This design comes from an exercise in tuning for small area and a short achievable clock period on the open sky130 flow, not from production work.
Function was checked by simulation only, so behaviour that the tests miss may differ from the original.
Power and IR drop assume default switching activity.

## flow/flow/run.sh

```bash
#!/bin/bash
# The standard layout (the standard.sh, unchanged synthesis and steps),
# except that the port buffers are plain sky130_fd_sc_hd__buf_2 cells instead
# of the delay cells buffer_ports picks by default. Every input and output
# port still gets its own buffer. The full make output goes to
# standard_flow.log; each ORFS step keeps its own log under orfs/logs/.
set -euo pipefail
bash standard.sh "BUFFER_PORTS_ARGS=-buffer_cell sky130_fd_sc_hd__buf_2" finish > standard_flow.log 2>&1
```

## flow/standard.sh

```bash
#!/bin/bash
# synth_recipe.tcl (not shown) runs the flow's synth.tcl, then flattens the netlist and writes it again
# the make line also repeats each setting of config.mk as NAME=value (left out here)
make -C /OpenROAD-flow-scripts/flow DESIGN_CONFIG=/design/flow/config.mk WORK_HOME=/design/flow/orfs CLKGATE_MAP_FILE= SYNTH_SCRIPT=/design/flow/synth_recipe.tcl "${@:-finish}"
```

## flow/config.mk

```make
export PLATFORM = sky130hd
export DESIGN_NAME = fp_add64
export DESIGN_NICKNAME = fp_add64
export VERILOG_FILES = /design/flow/design.v
export SDC_FILE = /design/flow/constraint.sdc
export NUM_CORES = 4
export LEC_CHECK = 0
export ABC_AREA = 1
export CAP_MARGIN = 20
export CORE_MARGIN = 2
export CORE_UTILIZATION = 50
export SETUP_SLACK_MARGIN = 3.7
export SLEW_MARGIN = 20
```

## flow/constraint.sdc

```tcl
create_clock -name core_clock -period 8.0 [get_ports {clk}]
set_input_delay 1.6000 -clock core_clock [delete_from_list [all_inputs] [get_ports {clk}]]
set_output_delay 1.6000 -clock core_clock [all_outputs]
set_load 0.01 [all_outputs]
```

## flow/design.v

```verilog
module fp_add64 (
    input  wire        clk,
    input  wire        rst,
    input  wire        in_valid,
    input  wire [63:0] a,
    input  wire [63:0] b,
    input  wire        sub,       
    input  wire [2:0]  rm,        
    output reg         out_valid,
    output reg  [63:0] result,
    output reg  [4:0]  flags      
);
    localparam [2:0] RNE = 3'b001;
    localparam [2:0] RUP = 3'b011;
    localparam [2:0] RDN = 3'b100;
    localparam [2:0] RNA = 3'b101;
    wire        sa   = a[63];
    wire        sb   = b[63] ^ sub;
    wire [10:0] ea   = a[62:52];
    wire [10:0] eb   = b[62:52];
    wire [51:0] fa   = a[51:0];
    wire [51:0] fb   = b[51:0];
    wire ea_z   = (ea == 11'd0);
    wire eb_z   = (eb == 11'd0);
    wire ea_m   = (ea == 11'h7FF);
    wire eb_m   = (eb == 11'h7FF);
    wire fa_z   = (fa == 52'd0);
    wire fb_z   = (fb == 52'd0);
    wire a_nan  = ea_m & ~fa_z;
    wire b_nan  = eb_m & ~fb_z;
    wire a_inf  = ea_m & fa_z;
    wire b_inf  = eb_m & fb_z;
    wire esub   = sa ^ sb;
    wire sp_nan = a_nan | b_nan | (a_inf & b_inf & esub);
    wire sp_inf = ~sp_nan & (a_inf | b_inf);
    wire sp_iv  = (a_nan & ~fa[51]) | (b_nan & ~fb[51]) |
                  (~a_nan & ~b_nan & a_inf & b_inf & esub);
    wire        x1   = ea_z ^ eb_z;
    wire [11:0] d_ab, d_ba;
    pfx_add_lc #(.N(11)) u_dab (.a(ea), .b(~eb), .ci(~x1), .s(d_ab[10:0]));
    pfx_add_lc #(.N(11)) u_dba (.a(eb), .b(~ea), .ci(~x1), .s(d_ba[10:0]));
    assign d_ab[11] = 1'b0;
    assign d_ba[11] = 1'b0;
    wire        e_lt = (ea < eb);
    wire        e_eq = (ea == eb);
    wire [10:0] ediff = e_lt ? d_ba[10:0] : d_ab[10:0];
    wire        f_lt  = (fa < fb);
    wire        a_eq  = (a[62:0] == b[62:0]);
    wire        b_big = e_lt | (e_eq & f_lt);
    wire zres  = a_eq & (esub | (ea_z & fa_z));
    wire sl    = b_big ? sb : sa;
    wire sgn   = zres ? (esub ? (rm == RDN) : sa) : sl;
    wire [2:0] rmc = {(rm == RNE) | (rm == RNA), (rm == RNA) | (rm == RUP), rm == RDN};
    wire [52:0] ms_s = b_big ? {~ea_z, fa} : {~eb_z, fb};
    reg         v1;
    reg         spn1, spi1, spv1;
    reg  [2:0]  rmc1;
    reg         sg1;
    reg         esub1;
    reg  [10:0] el1;
    reg  [52:0] ml1;
    reg  [55:0] ms1;         
    reg  [5:2]  dsh1;
    always @(posedge clk) begin
        if (rst) v1 <= 1'b0;
        else     v1 <= in_valid;
        spn1  <= sp_nan;
        spi1  <= sp_inf;
        spv1  <= sp_iv;
        rmc1  <= rmc;
        sg1   <= sgn;
        esub1 <= esub;
        el1   <= zres ? 11'd1 : e_lt ? {eb[10:1], eb[0] | eb_z} : {ea[10:1], ea[0] | ea_z};
        ml1   <= b_big ? {~eb_z, fb} : {~ea_z, fa};
        ms1   <= {ms_s, 3'b000} >> ediff[1:0];
        dsh1  <= (ediff[10:6] != 5'd0) ? 4'hF : ediff[5:2];
    end
    wire [55:0] s_sh  = ms1 >> {dsh1, 2'b00};
    reg  [55:0] lost;
    integer j;
    always @* begin
        for (j = 0; j < 56; j = j + 1)
            lost[j] = (j < {dsh1, 2'b00});
    end
    wire        s_stk = |(ms1 & lost);
    wire [55:0] s_ext = {s_sh[55:1], s_sh[0] | s_stk};
    wire [53:0] opl   = {1'b0, ml1} ^ {54{esub1}};
    wire [53:0] ops   = {1'b0, s_ext[55:3]};
    wire        c3in  = esub1 & (s_ext[2:0] != 3'd0);
    wire [2:0]  lo2   = s_ext[2:0] - {2'd0, esub1};
    wire [53:0] hi2   = opl + ops + {53'd0, c3in};
    wire [56:0] sum2  = {hi2, lo2};
    wire [1:0]  rmd1  = {rmc1[2], rmc1[2] ? rmc1[1] : (rmc1[1] & ~sg1) | (rmc1[0] & sg1)};
    reg         v2;
    reg         spn2, spi2, spv2;
    reg  [1:0]  rmd2;
    reg         sg2;
    reg  [10:0] el2;
    reg  [56:0] sum_r2;
    reg         neg_r2;
    always @(posedge clk) begin
        if (rst) v2 <= 1'b0;
        else     v2 <= v1;
        spn2   <= spn1;
        spi2   <= spi1;
        spv2   <= spv1;
        rmd2   <= rmd1;
        sg2    <= sg1;
        el2    <= el1;
        sum_r2 <= sum2;
        neg_r2 <= esub1;
    end
    wire [56:0] sm3 = sum_r2 ^ {57{neg_r2}};
    reg  [56:0] mark3;
    integer k;
    always @* begin
        for (k = 0; k < 57; k = k + 1)
            mark3[k] = ({1'b0, el2} == 12'd56 - k);
    end
    wire [5:0]  lz3;
    lzc64 u_lzc (.x({sm3 | mark3, 7'h7F}), .z(lz3));
    wire [56:0] shl3  = sm3 << lz3;
    wire [11:0] em3   = {1'b0, el2} - {6'd0, lz3};
    reg         v3;
    reg         spn3, spi3, spv3;
    reg  [1:0]  rmd3;
    reg         sg3;
    reg  [11:0] em_r3;
    reg  [54:0] nrm_r3;      
    always @(posedge clk) begin
        if (rst) v3 <= 1'b0;
        else     v3 <= v2;
        spn3   <= spn2;
        spi3   <= spi2;
        spv3   <= spv2;
        rmd3   <= rmd2;
        sg3    <= sg2;
        em_r3  <= em3;
        nrm_r3 <= {shl3[56:3], |shl3[2:0]};
    end
    wire        h4   = nrm_r3[54];
    wire [51:0] fr4  = nrm_r3[53:2];
    wire        g4   = nrm_r3[1];
    wire        st4  = nrm_r3[0];
    wire        inx4 = g4 | st4;
    wire        up4  = rmd3[1] ? (g4 & (st4 | fr4[0] | rmd3[0])) : (rmd3[0] & inx4);
    reg  [51:0] pa4;             
    integer l4, i4;
    always @* begin
        pa4 = fr4;
        for (l4 = 1; l4 < 52; l4 = l4 * 2)
            for (i4 = 0; i4 < 52; i4 = i4 + 1)
                if ((i4 / l4) % 2 == 1)
                    pa4[i4] = pa4[i4] & pa4[(i4 / l4) * l4 - 1];
    end
    wire [51:0] frr4 = fr4 ^ ({pa4[50:0], 1'b1} & {52{up4}});
    wire        c4   = up4 & pa4[51];
    wire [11:0] ex04 = em_r3 + {11'd0, h4};
    wire [11:0] ex14 = em_r3 + {10'd0, h4, ~h4};
    wire        ov04 = ex04[11] | (ex04[10:0] == 11'h7FF);
    wire        ov14 = ex14[11] | (ex14[10:0] == 11'h7FF);
    wire [10:0] ex4  = c4 ? ex14[10:0] : ex04[10:0];
    wire        ovf4 = c4 ? ov14 : ov04;
    wire        ovf_inf4 = rmd3[1] | rmd3[0];
    reg  [63:0] res4;
    reg  [4:0]  fl4;
    always @* begin
        fl4 = 5'd0;
        if (spn3) begin
            res4   = 64'h7FF8_0000_0000_0000;
            fl4[0] = spv3;
        end else if (spi3) begin
            res4   = {sg3, 11'h7FF, 52'd0};
        end else if (ovf4) begin
            res4   = ovf_inf4 ? {sg3, 11'h7FF, 52'd0} : {sg3, 11'h7FE, {52{1'b1}}};
            fl4[2] = 1'b1;
            fl4[4] = 1'b1;
        end else begin
            res4   = {sg3, ex4, frr4};
            fl4[4] = inx4;
        end
    end
    always @(posedge clk) begin
        if (rst) out_valid <= 1'b0;
        else     out_valid <= v3;
        result <= res4;
        flags  <= fl4;
    end
endmodule
module pfx_add #(parameter N = 57) (
    input  wire [N-1:0] a,
    input  wire [N-1:0] b,
    input  wire         ci,
    output wire [N-1:0] s
);
    reg [N:0] g, p;
    integer l, i;
    always @* begin
        g = {a & b, ci};
        p = {a ^ b, 1'b0};
        for (l = 1; l <= N; l = l * 2)
            for (i = 0; i <= N; i = i + 1)
                if ((i / l) % 2 == 1) begin
                    g[i] = g[i] | (p[i] & g[(i / l) * l - 1]);
                    p[i] = p[i] & p[(i / l) * l - 1];
                end
    end
    assign s = (a ^ b) ^ g[N-1:0];
endmodule
module pfx_add_lc #(parameter N = 11) (
    input  wire [N-1:0] a,
    input  wire [N-1:0] b,
    input  wire         ci,
    output wire [N-1:0] s
);
    reg [N-1:0] g, p;
    integer l, i;
    always @* begin
        g = a & b;
        p = a ^ b;
        for (l = 1; l < N; l = l * 2)
            for (i = 0; i < N; i = i + 1)
                if ((i / l) % 2 == 1) begin
                    g[i] = g[i] | (p[i] & g[(i / l) * l - 1]);
                    p[i] = p[i] & p[(i / l) * l - 1];
                end
    end
    wire [N-1:0] c = {g[N-2:0] | (p[N-2:0] & {(N-1){ci}}), ci};
    assign s = (a ^ b) ^ c;
endmodule
module lzc64 (
    input  wire [63:0] x,
    output wire [5:0]  z
);
    wire [1:0]  c4 [0:15];
    wire [15:0] v4;
    genvar n;
    generate
        for (n = 0; n < 16; n = n + 1) begin : nib
            wire [3:0] q = x[4*n+3:4*n];
            assign v4[n] = |q;
            assign c4[n] = q[3] ? 2'd0 : q[2] ? 2'd1 : q[1] ? 2'd2 : 2'd3;
        end
    endgenerate
    wire [2:0] c8  [0:7];
    wire [7:0] v8;
    generate
        for (n = 0; n < 8; n = n + 1) begin : oct
            assign v8[n] = v4[2*n+1] | v4[2*n];
            assign c8[n] = v4[2*n+1] ? {1'b0, c4[2*n+1]} : {1'b1, c4[2*n]};
        end
    endgenerate
    wire [3:0] c16 [0:3];
    wire [3:0] v16;
    generate
        for (n = 0; n < 4; n = n + 1) begin : hex
            assign v16[n] = v8[2*n+1] | v8[2*n];
            assign c16[n] = v8[2*n+1] ? {1'b0, c8[2*n+1]} : {1'b1, c8[2*n]};
        end
    endgenerate
    wire [4:0] c32 [0:1];
    wire [1:0] v32;
    generate
        for (n = 0; n < 2; n = n + 1) begin : h32
            assign v32[n] = v16[2*n+1] | v16[2*n];
            assign c32[n] = v16[2*n+1] ? {1'b0, c16[2*n+1]} : {1'b1, c16[2*n]};
        end
    endgenerate
    assign z = v32[1] ? {1'b0, c32[1]} : {1'b1, c32[0]};
endmodule
```

==> results.json, run 1 <==
{
  "pwr-share-clk_pct": 19.9,
  "clock_path_buffers": 3,
  "cpMaxStageDelayCell": "o21ai_1",
  "grt_pass1_vias": 25800,
  "floorplan.die_area_sq_mm": 0.0545,
  "cts_tree": "built",
  "core-area_sq_mm": 0.0523,
  "power.internal_mw": 4.92,
  "status": "finished clean",
  "endpoint_kind": "register",
  "netlist_area_sq_mm": 0.0263,
  "finalSetupViolations": 0,
  "grtUsageTotal_pct": 33.8,
  "drive_gt1_share_pct": 12.4,
  "synth_edf_count": 0,
  "slew-limit-headroom_pct": 39.1,
  "slew_violations": 0,
  "crit_chain": "buf_2 > inv_1 > ha_1 > nand4_1 > nor3_1 > nand3_1 > nand4_1 > nand2_2 > clkbuf_8 > o21ai_1 > nand2_1 > nand2_1 > o21ai_0",
  "grt_pass1_wl_microns": 144000,
  "numClockSinks": 351,
  "power.density_mw_per_mm2": 305,
  "power_frac_seq_pct": 29.8,
  "final_area_sq_mm": 0.0302,
  "leakagePower_nw": 14.9,
  "port_buffers": 202,
  "rsz0062_at_grt": "true",
  "yosys.area.top_type": "dfxtp_1",
  "fin_crit_sh_pct": 52.1,
  "yosysSeqAreaShare_pct": 26.7,
  "clock_skew_ps": 44.0,
  "ir_worst_vdd_uv": 192,
  "yosysWarnings": 3,
  "synth_top_area_share_pct": 26.7,
  "worstSetupPathType": "input port to register",
  "critPathMaxStageDelay_ps": 550,
  "finalHoldViolations": 0,
  "synth_area_per_cell_sq_um": 6.45,
  "dpl-instance-area_sq_mm": 0.0276,
  "start_kind": "input port",
  "combPwrFrac_pct": 50.2,
  "syn2layout_area_growth_pct": 14.5,
  "max_cap_viol_count": 0,
  "totalWireLength_microns": 95600,
  "n_fill_cell": 5303,
  "dpl.hpwl_microns": 74600,
  "drt-initial-drc-count": 2699,
  "die_w_microns": 234,
  "grt_max_degree": 114,
  "synth_cells": 4083,
  "hold_buffers": 0,
  "gr-total-overflow": 0,
  "multi_input_comb_area_sq_mm": 0.0174,
  "clkTransAtPathRegs_ps": 70,
  "cp_top_family": "simple AND/OR/NAND/NOR gates",
  "worstPathRequired_ps": 8430,
  "htreeDepth": 2,
  "p_sw_mw": 4.30,
  "synth.most_common_cell": "nand2_1",
  "synth_area_leaders": "dfxtp_1 27%, nand2_1 15%, nand3_1 13%",
  "fp-row-count": 84,
  "layout.nets": 4511,
  "ys_ff_latch": 351,
  "synthArstFlopShare_pct": 0,
  "synthTopCellsByCount": "1,050 x nand2_1, 704 x nand3_1, 391 x inv_1, 351 x dfxtp_1, 258 x nor2_1",
  "crit_fanout": 80,
  "period_needed_ps": 4170,
  "globalplace.congestion": 1.04,
  "die_y_microns": 234,
  "swShare_pct": 46.6,
  "wl_per_cell_microns": 19.3,
  "final-seq-area_sq_mm": 0.00707,
  "drtPass1Iterations": 7,
  "ys_types": 60,
  "fmax_ghz": 0.240,
  "num_vias": 28100,
  "n_antenna_cell": 0,
  "synthFlopType": "dfxtp_1",
  "drc": 0,
  "antenna_found_initial": 0,
  "clock_latency_ps": 590,
  "fin_tns_setup_ps": 0,
  "root_buffer": "clkbuf_16",
  "vias_per_cell": 5.67,
  "start_util_pct": 50.3,
  "numCtsBuffers": 39,
  "ios": 205,
  "worstMarginPinSlew_ps": 912,
  "postRouteAntennaNets": 0,
  "min_path_type": "register to register",
  "worstPathArrival_ps": 4610,
  "path_buf_inv": 3
}
-- power groups by stage --
stage,Clock (mW),Sequential (mW),Combinational (mW)
2_1_floorplan,0,2.70,3.03
3_3_place_gp,0,2.78,4.39
3_5_place_dp,0,2.78,4.36
4_1_cts,1.86,2.74,4.46
5_1_grt,1.94,2.81,5.10
6_report,1.84,2.75,4.63
-- layer usage --
| layer | GRT usage, % | wire length, microns | vias up |
|---|---|---|---|
| met5 | 0 | 0 | - |
| li1 | - | - | 13900 |
| met4 | 16.2 | 5260 | 0 |
| met2 | 56.3 | 44600 | 1219 |
| met1 | 43.5 | 39700 | 12700 |
| met3 | 3.64 | 6060 | 247 |
-- area by class of cell --
cell class / instances / share of cell area (%)
repair buffers: 278 / 6.20
clock inverters: 23 / 0.892
inverters: 422 / 5.43
multi-input cells: 3137 / 57.6
well taps: 688 / 2.85
flip-flops and latches: 351 / 23.4
repair inverters: 2 / 0.0498
clock buffers: 48 / 3.55
-- per-stage QoR --
stage,util [%],setup slack [ps],hold slack [ps],power (mW),instances
after floorplan,-,3780,310,5.73,4084
after global placement,52.7,2190,310,7.18,4824
after detailed placement,52.7,2040,312,7.15,4824
after CTS,56.2,3660,327,9.06,4919
after global routing,57.6,3600,331,9.85,4949
final,57.6,3830,322,9.22,4949
-- registers in the layout, indices dropped and copies added (netlist names), 2 cells and up --
name and count:
rmd2 2, sum_r2 57, el1 11, rmc1 3, rmd3 2, flags 3, ml1 53, ms1 56
nrm_r3 55, em_r3 12, el2 11, dsh1 4, result 64
-- kinds of logic (layout without fill, tap and decap cells) --
group	after synthesis	count (layout)	share of synthesized area (%)
fa+ha+maj	145	145	7.06
other cells	1	2	0.0142
xor+xnor	232	232	8.00
buf+inv	601	773	9.35
mux	8	8	0.304
flops	351	351	26.7
simple gates	2221	2226	37.1
compound gates	524	524	11.5
-- cell usage in the layout (no fill, tap or decap), types with 7 or more instances in the layout --
cell type / instances
o211ai_1: 29
nor4_1: 52
o22ai_1: 8
nand2_1: 1038
inv_6: 8
o21ai_1: 18
buf_4: 54
a31oi_1: 26
nand3_1: 699
xnor2_2: 19
clkbuf_16: 46
dfxtp_4: 9
o221ai_1: 23
nand2_2: 17
o21a_1: 10
mux2i_1: 8
nand4_1: 61
a21oi_2: 9
nor2_1: 242
dfxtp_2: 8
o31ai_1: 18
clkinv_1: 12
ha_1: 138
clkinvlp_4: 14
nor2_4: 15
xnor2_1: 55
inv_1: 382
o21ai_0: 188
xor2_1: 150
inv_2: 15
buf_2: 202
nand3b_1: 12
a21oi_1: 149
nor3_1: 30
or2_2: 11
dfxtp_1: 334
nor2_2: 16
clkbuf_8: 7
-- repair_timing --
action | in CTS | in global routing
pin swaps | 5 | 15
buffers inserted | 18 | 21
hold endpoints to repair | 0 | 0
setup endpoints to repair | 228 | 233
cloned | 6 | 9
resized for setup | 73 | 111
-- final timing paths --
check	startpoint	to	slack, ps	depth (start not counted)
setup / recovery	b[47]	ms1[52]	3830	13
setup reg to reg	neg_r2	em_r3[9]	3860	22
hold / removal	sg2	sg3	320	0
hold reg to reg	sg2	sg3	320	0
==> run 2, diff against run 1 <==
--- a/flow/design.v
+++ b/flow/design.v
@@ -53,4 +53,7 @@
     wire [2:0] rmc = {(rm == RNE) | (rm == RNA), (rm == RNA) | (rm == RUP), rm == RDN};
     wire [52:0] ms_s = b_big ? {~ea_z, fa} : {~eb_z, fb};
+    wire [1:0]  p_ab = ea[1:0] - eb[1:0] - {1'b0, x1};
+    wire [1:0]  p_ba = eb[1:0] - ea[1:0] - {1'b0, x1};
+    wire [1:0]  psh  = e_lt ? p_ba : p_ab;
     reg         v1;
     reg         spn1, spi1, spv1;
@@ -73,5 +76,5 @@
         el1   <= zres ? 11'd1 : e_lt ? {eb[10:1], eb[0] | eb_z} : {ea[10:1], ea[0] | ea_z};
         ml1   <= b_big ? {~eb_z, fb} : {~ea_z, fa};
-        ms1   <= {ms_s, 3'b000} >> ediff[1:0];
+        ms1   <= {ms_s, 3'b000} >> psh;
         dsh1  <= (ediff[10:6] != 5'd0) ? 4'hF : ediff[5:2];
     end
@@ -89,5 +92,6 @@
     wire        c3in  = esub1 & (s_ext[2:0] != 3'd0);
     wire [2:0]  lo2   = s_ext[2:0] - {2'd0, esub1};
-    wire [53:0] hi2   = opl + ops + {53'd0, c3in};
+    wire [53:0] hi2;
+    pfx_add_lc #(.N(54)) u_add (.a(opl), .b(ops), .ci(c3in), .s(hi2));
     wire [56:0] sum2  = {hi2, lo2};
     wire [1:0]  rmd1  = {rmc1[2], rmc1[2] ? rmc1[1] : (rmc1[1] & ~sg1) | (rmc1[0] & sg1)};
--- a/flow/config.mk
+++ b/flow/config.mk
@@ -9,5 +9,5 @@
 export CAP_MARGIN = 20
 export CORE_MARGIN = 2
-export CORE_UTILIZATION = 50
-export SETUP_SLACK_MARGIN = 3.7
+export CORE_UTILIZATION = 40
+export SETUP_SLACK_MARGIN = 4.0
 export SLEW_MARGIN = 20
==> run 2 against run 1 <==
  * Clock skew is 20 ps lower
  * Worst setup slack better by 330 ps
  * First-iteration DRC count is 19% lower
  * Die area is 23% higher
  * Synthesized cell count is 1.5% lower
  * Critical endpoint is now em_r3[10]
  * Highest routed layer unchanged
==> results.json, run 2 <==
{
  "status": "finished clean",
  "slew-limit-headroom_pct": 30.8,
  "finalPower_mw": 9.06,
  "worstPathArrival_ps": 4290,
  "ys_ff_latch": 351,
  "clkTransAtPathRegs_ps": 70,
  "die_y_microns": 259,
  "grt_pass1_wl_microns": 135000,
  "start_kind": "register",
  "drive_gt1_share_pct": 14.2,
  "crit_path_frequent_cell": "nand2_1",
  "n_antenna_cell": 0,
  "layout_common_cells": "910 x nand2_1, 767 x nand3_1, 385 x inv_1",
  "antenna_found_initial": 0,
  "hold_buffers": 0,
  "layout.nets": 4480,
  "finalSetupViolations": 0,
  "netlist_area_sq_mm": 0.0260,
  "syn2layout_area_growth_pct": 19.5,
  "postRouteAntennaNets": 0,
  "synthTopCellsByCount": "929 x nand2_1, 770 x nand3_1, 394 x inv_1, 351 x dfxtp_1, 256 x nor2_1",
  "synthArstFlopShare_pct": 0,
  "synthFlopType": "dfxtp_1",
  "fin_crit_sh_pct": 48.0,
  "root_buffer": "clkbuf_16",
  "cp_top_family": "simple AND/OR/NAND/NOR gates",
  "drt-initial-drc-count": 2175,
  "synth_cells": 4020,
  "min_path_type": "register to register",
  "yosysWarnings": 4,
  "clock_latency_ps": 580,
  "grt_pass1_vias": 24600,
  "worstPathRequired_ps": 8450,
  "worstSetupPathType": "register to register",
  "critPathMaxStageDelay_ps": 400,
  "start_util_pct": 40.4,
  "numCtsBuffers": 41,
  "drtPass1Iterations": 6,
  "period_needed_ps": 3840,
  "wl_per_cell_microns": 17.6,
  "layout_commonest_cell": "nand2_1",
  "dp.cells": 4913,
  "synth_top_area_share_pct": 27.0,
  "final_cells": 5089,
  "gr-total-overflow": 0,
  "core-area_sq_mm": 0.0645,
  "clock_skew_ps": 23.7,
  "crit_fanout": 28,
  "rsz0062_at_grt": "true",
  "n_fill_cell": 6841,
  "yosys.area.top_type": "dfxtp_1",
  "yosysSeqAreaShare_pct": 27.0,
  "synth_area_leaders": "dfxtp_1 27%, nand3_1 15%, nand2_1 13%",
  "totalWireLength_microns": 89400,
  "ir_worst_vdd_uv": 144,
  "largest_register_ffs": 64,
  "final_area_sq_mm": 0.0311,
  "dpl.hpwl_microns": 66600,
  "ios": 205,
  "path_buf_inv": 4,
  "worstMarginPinSlew_ps": 1040,
  "endpoint_kind": "register",
  "synth_edf_count": 0,
  "cts_tree": "built",
  "vias_per_cell": 5.37,
  "leakagePower_nw": 15.2,
  "htreeDepth": 2,
  "fmax_ghz": 0.260,
  "power.density_mw_per_mm2": 291,
  "ys_types": 61,
  "fp-row-count": 93,
  "regMostFlops": "result",
  "floorplan.die_area_sq_mm": 0.0672,
  "slew_violations": 0,
  "cpMaxStageDelayCell": "dfxtp_4",
  "drc": 0,
  "numClockSinks": 351,
  "synth_area_per_cell_sq_um": 6.48,
  "fin_tns_setup_ps": 0,
  "clock_path_buffers": 3,
  "synth.most_common_cell": "nand2_1",
  "finalHoldViolations": 0,
  "die_w_microns": 259,
  "crit_chain": "clkbuf_4 > clkbuf_16 > xor2_1 > a21oi_1 > nand4_1 > nor2_4 > nand3_2 > nor2_4 > buf_12 > a21oi_2 > o21ai_4 > buf_12 > ha_1 > nand2_1 > nor2_1 > a211oi_2 > o21ai_1 > nand2_1 > nand2_1 > nor2_2 > nand2_1 > xor2_1",
  "grtUsageTotal_pct": 25.0,
  "num_vias": 27300,
  "dpl-instance-area_sq_mm": 0.0275,
  "grt_max_degree": 94,
  "max_cap_viol_count": 0,
  "port_buffers": 202,
  "top_regs": "result x64, sum_r2 x57, ms1 x56",
  "globalplace.congestion": 0.971
}
-- run 2: cell count changes after synthesis, moves of 21 or more --
cell / delta
nand2_1: -121
nand3_1: +66
xor2_1: +26
o21ai_0: +22
a31oi_1: -21
-- run 2: worst paths after layout --
path          start         to  slack (ps)  cells past startpoint
min reg2reg    spv2       spv3         330                      0
max reg2reg  neg_r2  em_r3[10]        4160                     22
max          neg_r2  em_r3[10]        4160                     22
min            spv2       spv3         330                      0
-- run 2: worst reg2reg max path: stages, from the launching register on --
cell and delay (ps):
dfxtp_4 400, clkbuf_4 190, clkbuf_16 190, xor2_1 190, a21oi_1 200, nand4_1 190, nor2_4 210, nand3_2 140
nor2_4 150, buf_12 140, a21oi_2 70, o21ai_4 110, buf_12 240, ha_1 320, nand2_1 90, nor2_1 50
a211oi_2 220, o21ai_1 100, nand2_1 60, nand2_1 80, nor2_2 130, nand2_1 80, xor2_1 140
-- run 2: final cells by class --
type                            instances  area [sq um]  share of cell area (%)
Multi-Input combinational cell       3074         17400                    56.0
Clock inverter                         20           293                   0.941
Sequential cell                       351          7060                    22.7
Timing Repair Buffer                  320          2470                    7.93
Tap cell                              855          1070                    3.44
Inverter                              409          1600                    5.13
Timing Repair inverter                  5          35.0                   0.113
Clock buffer                           55          1170                    3.76
-- run 2: kinds of logic after synthesis --
group / after synthesis / share of synthesized area, %
multiplexers: 21 / 0.807
other: 1 / 0.0144
flip-flops: 351 / 27.0
XOR/XNOR: 234 / 7.98
AND/OR/NAND/NOR: 2148 / 36.6
buffers and inverters: 603 / 9.28
AO/OA/AOI/OAI: 519 / 11.3
adder cells (fa/ha/maj): 143 / 7.01
-- run 2: repair_timing --
action                                 CTS  global route
gates cloned                            14            16
endpoints found under the hold margin    0             0
gates resized for setup                124           146
setup endpoints to repair              298           210
setup buffers                           24            47
pin swaps                                9            26
-- run 2: through the flow --
step / util [%] / worst slack [ps] / hold WS (ps)
3_3_place_gp: 42.7 / 2440 / 311
2_1_floorplan: - / 4000 / 310
5_1_grt: 48.3 / 3920 / 329
4_1_cts: 46.3 / 3930 / 325
6_report: 48.3 / 4160 / 325
3_5_place_dp: 42.7 / 2350 / 312
-- run 2: metal layers --
| layer | wire, microns | vias to the layer above | global-route usage [%] |
|---|---|---|---|
| met1 | 38100 | 12400 | 32.1 |
| met3 | 4550 | 191 | 2.43 |
| met4 | 3310 | 0 | 8.88 |
| met5 | 0 | - | 0 |
| met2 | 43400 | 963 | 43.4 |
| li1 | - | 13800 | - |
-- run 2: where the power goes --
group	total, mW	internal (mW)	switching [mW]
Combinational	4.39	1.54	2.84
Sequential	2.67	2.34	0.335
Clock	2.01	1.23	0.771
==> run 3, diff against run 2 <==
--- a/flow/config.mk
+++ b/flow/config.mk
@@ -9,5 +9,5 @@
 export CAP_MARGIN = 20
 export CORE_MARGIN = 2
-export CORE_UTILIZATION = 40
+export CORE_UTILIZATION = 50
 export SETUP_SLACK_MARGIN = 4.0
 export SLEW_MARGIN = 20
==> run 3 against run 2 <==
  * Clock power shrank 15%
  * Sequential share of layout area increased by 0.58 points
  * Critical path type is now input port to register
  * Highest routed layer unchanged
  * Clock skew is 4.5 ps higher
  * Largest power group unchanged
  * Largest cell class unchanged
  * First-iteration DRC count increased by 13%
  * Routed wire length grew 0.76%
  * Synthesized cell count stayed put
  * Final cell count shrank 4.2%
  * Core utilization rose by 11 points
  * Worst setup slack worse by 140 ps
==> results.json, run 3 <==
{
  "power.density_mw_per_mm2": 288,
  "dpl-instance-area_sq_mm": 0.0273,
  "netlist_area_sq_mm": 0.0260,
  "clock_latency_ps": 570,
  "top_regs": "result x64, sum_r2 x57, ms1 x56",
  "leakagePower_nw": 14.9,
  "numClockSinks": 351,
  "r2r-start": "dsh1[5]",
  "max_cap_viol_count": 0,
  "fin_tns_setup_ps": 0,
  "drc": 0,
  "yosysSeqAreaShare_pct": 27.0,
  "regMostFlops": "result",
  "ys_types": 61,
  "largest_register_ffs": 64,
  "worstPathRequired_ps": 8420,
  "grtUsageTotal_pct": 31.3,
  "die_w_microns": 232,
  "ys_ff_latch": 351,
  "use_met1_pct": 39.5,
  "slew_violations": 0,
  "globalplace.congestion": 1.00,
  "crit_path_start": "a[55]",
  "layout_common_cells": "910 x nand2_1, 765 x nand3_1, 385 x inv_1",
  "layout_setup_ws_ps": 4020,
  "finalSetupViolations": 0,
  "r2r_slack_ps": 4150,
  "layout_commonest_cell": "nand2_1",
  "synth_area_leaders": "dfxtp_1 27%, nand3_1 15%, nand2_1 13%",
  "min_from": "el1[8]",
  "grt_pass1_wl_microns": 134000,
  "synthFlopType": "dfxtp_1",
  "fmax_ghz": 0.251,
  "dp.cells": 4740,
  "layout.nets": 4445,
  "yosys.area.top_type": "dfxtp_1",
  "grt_pass1_vias": 24900,
  "worstSetupPathType": "input port to register",
  "port_buffers": 202,
  "start_util_pct": 50.7,
  "finalHoldViolations": 0,
  "crit_fanout": 13,
  "vias_per_cell": 5.65,
  "gr-total-overflow": 0,
  "start_kind": "input port",
  "dpl.hpwl_microns": 66800,
  "rsz0062_at_grt": "true",
  "floorplan.die_area_sq_mm": 0.0539,
  "busiest_layer": "met2",
  "grt_max_degree": 68,
  "finalPower_mw": 8.72,
  "root_buffer": "clkbuf_16",
  "clock_skew_ps": 28.2,
  "core-area_sq_mm": 0.0514,
  "synth_top_area_share_pct": 27.0,
  "htreeDepth": 2,
  "final_cells": 4873,
  "clock_path_buffers": 3,
  "synthTopCellsByCount": "929 x nand2_1, 770 x nand3_1, 394 x inv_1, 351 x dfxtp_1, 256 x nor2_1",
  "drive_gt1_share_pct": 13.1,
  "syn2layout_area_growth_pct": 16.4,
  "pre_cts_slack_ps": 2460,
  "drt-initial-drc-count": 2460,
  "period_needed_ps": 3980,
  "ir_worst_vdd_uv": 135,
  "synthArstFlopShare_pct": 0,
  "cts_tree": "built",
  "r2r_cells": 18,
  "status": "finished clean",
  "numCtsBuffers": 37,
  "antenna_found_initial": 4,
  "drtPass1Iterations": 6,
  "synth_edf_count": 0,
  "min_to": "el2[8]",
  "slew-limit-headroom_pct": 28.1,
  "worstPathArrival_ps": 4400,
  "fp-row-count": 83,
  "r2r-end": "sum_r2[36]",
  "synth_cells": 4020,
  "endpoint_kind": "register",
  "num_vias": 27500,
  "yosysWarnings": 4,
  "synth_area_per_cell_sq_um": 6.48,
  "final_area_sq_mm": 0.0303,
  "wl_per_cell_microns": 18.5,
  "clkTransAtPathRegs_ps": 60,
  "fin_crit_sh_pct": 49.8,
  "worstMarginPinSlew_ps": 1080,
  "ios": 205,
  "die_y_microns": 232,
  "met2_usage_pct": 52.7,
  "totalWireLength_microns": 90000,
  "min_path_type": "register to register",
  "hold_depth": 0,
  "grt_use_met3_pct": 3.83,
  "synth.most_common_cell": "nand2_1",
  "postRouteAntennaNets": 0
}
==> run 3: cell counts after synthesis <==
Identical to the previous run, type by type.
==> run 3: power by group <==
group | switching, mW | total (mW) | internal (mW)
registers | 0.343 | 2.68 | 2.34
clock network | 0.700 | 1.70 | 0.997
logic | 2.83 | 4.35 | 1.52
==> run 3: area by class of cell <==
cell class                 instances  area [sq um]
timing repair inverter             3          22.5
sequential                       351          7050
tap                              680           851
multi-input combinational       3072         17400
timing repair buffer             293          2230
clock inverter                    14           169
antenna                            3          7.51
fill                            5178         21100
inverter                         409          1600
clock buffer                      48          1020
==> run 3: logic make-up after synthesis <==
group / after synthesis / synth area share (%)
and+or+nand+nor: 2148 / 36.6
other: 1 / 0.0144
buffers and inverters: 603 / 9.28
muxes: 21 / 0.807
xor gates and xnor gates: 234 / 7.98
AOI/OAI and AO/OA: 519 / 11.3
DFF: 351 / 27.0
adders and majority gates: 143 / 7.01
==> run 3: critical path: stages <==
cell     delay, ps
buf_2          150
inv_1           70
ha_1           370
nand2_1        130
nor4b_2        470
nand4_1        170
nor4b_2        630
nand2_1        440
inv_1          130
a21oi_1         50
o21ai_0         80
o21ai_0        110
==> run 3: worst max-delay path by stage <==
| stage | end | slack, ps | cells after the start |
|---|---|---|---|
| after floorplan | sum_r2[47] | 4000 | 26 |
| after global placement | ms1[53] | 2540 | 17 |
| after detailed placement | em_r3[9] | 2460 | 21 |
| after CTS | em_r3[9] | 3980 | 22 |
| after global routing | sum_r2[51] | 3900 | 20 |
| final | sg1 | 4020 | 12 |
==> run 3: layer usage <==
layer	part of all wire (%)	wire (microns)
met3	5.9	5320
met2	47	42500
met5	0	0
met1	41	37300
met4	5.4	4860
==> run 3: per-stage QoR <==
step	util, %	hold slack (ps)
6_report	59.0	321
5_1_grt	59.0	321
4_1_cts	57.0	319
3_5_place_dp	53.2	312
3_3_place_gp	53.2	310
2_1_floorplan	-	310
==> run 3: timing repair <==
action / CTS / global route
pin swaps: 8 / 16
gates cloned: 11 / 14
gates resized for setup: 129 / 129
hold buffers: 0 / 0
endpoints found under the setup margin: 298 / 259
buffers inserted: 17 / 26

afterwards: timing with drivers on the ports:
Ports are ideal in the flow. The routed layouts listed here were re-timed in OpenROAD.
Step 1 sets driving cells, clkbuf_16 on the clock port and buf_2 on the other inputs (assumed; they add their load-dependent delay and slew).
Step 2 also shifts input and output timing later by t, the mid clock arrival at the registers, as if the neighbouring blocks saw the same clock.
a / b / c = ideal / step 1 / step 2; a / b = the first two.
run | shift t [ns] | setup WS [ns] | hold slack, ns | worst register clock-pin slew, ns
run 1 | 0.631 | 3.828 / 3.863 / 3.233 | 0.322 / 0.322 / 0.322 | 0.07 / 0.07
run 2 | 0.628 | 4.157 / 4.157 / 3.605 | 0.325 / 0.325 / 0.325 | 0.07 / 0.07
run 3 | 0.617 | 4.016 / 4.053 / 3.436 | 0.321 / 0.321 / 0.321 | 0.07 / 0.07
After both steps setup and hold are still met in every run listed. For run 1, which loses most, drivers alone change the setup slack by +0.035 ns; drivers and shift together by -0.595 ns.
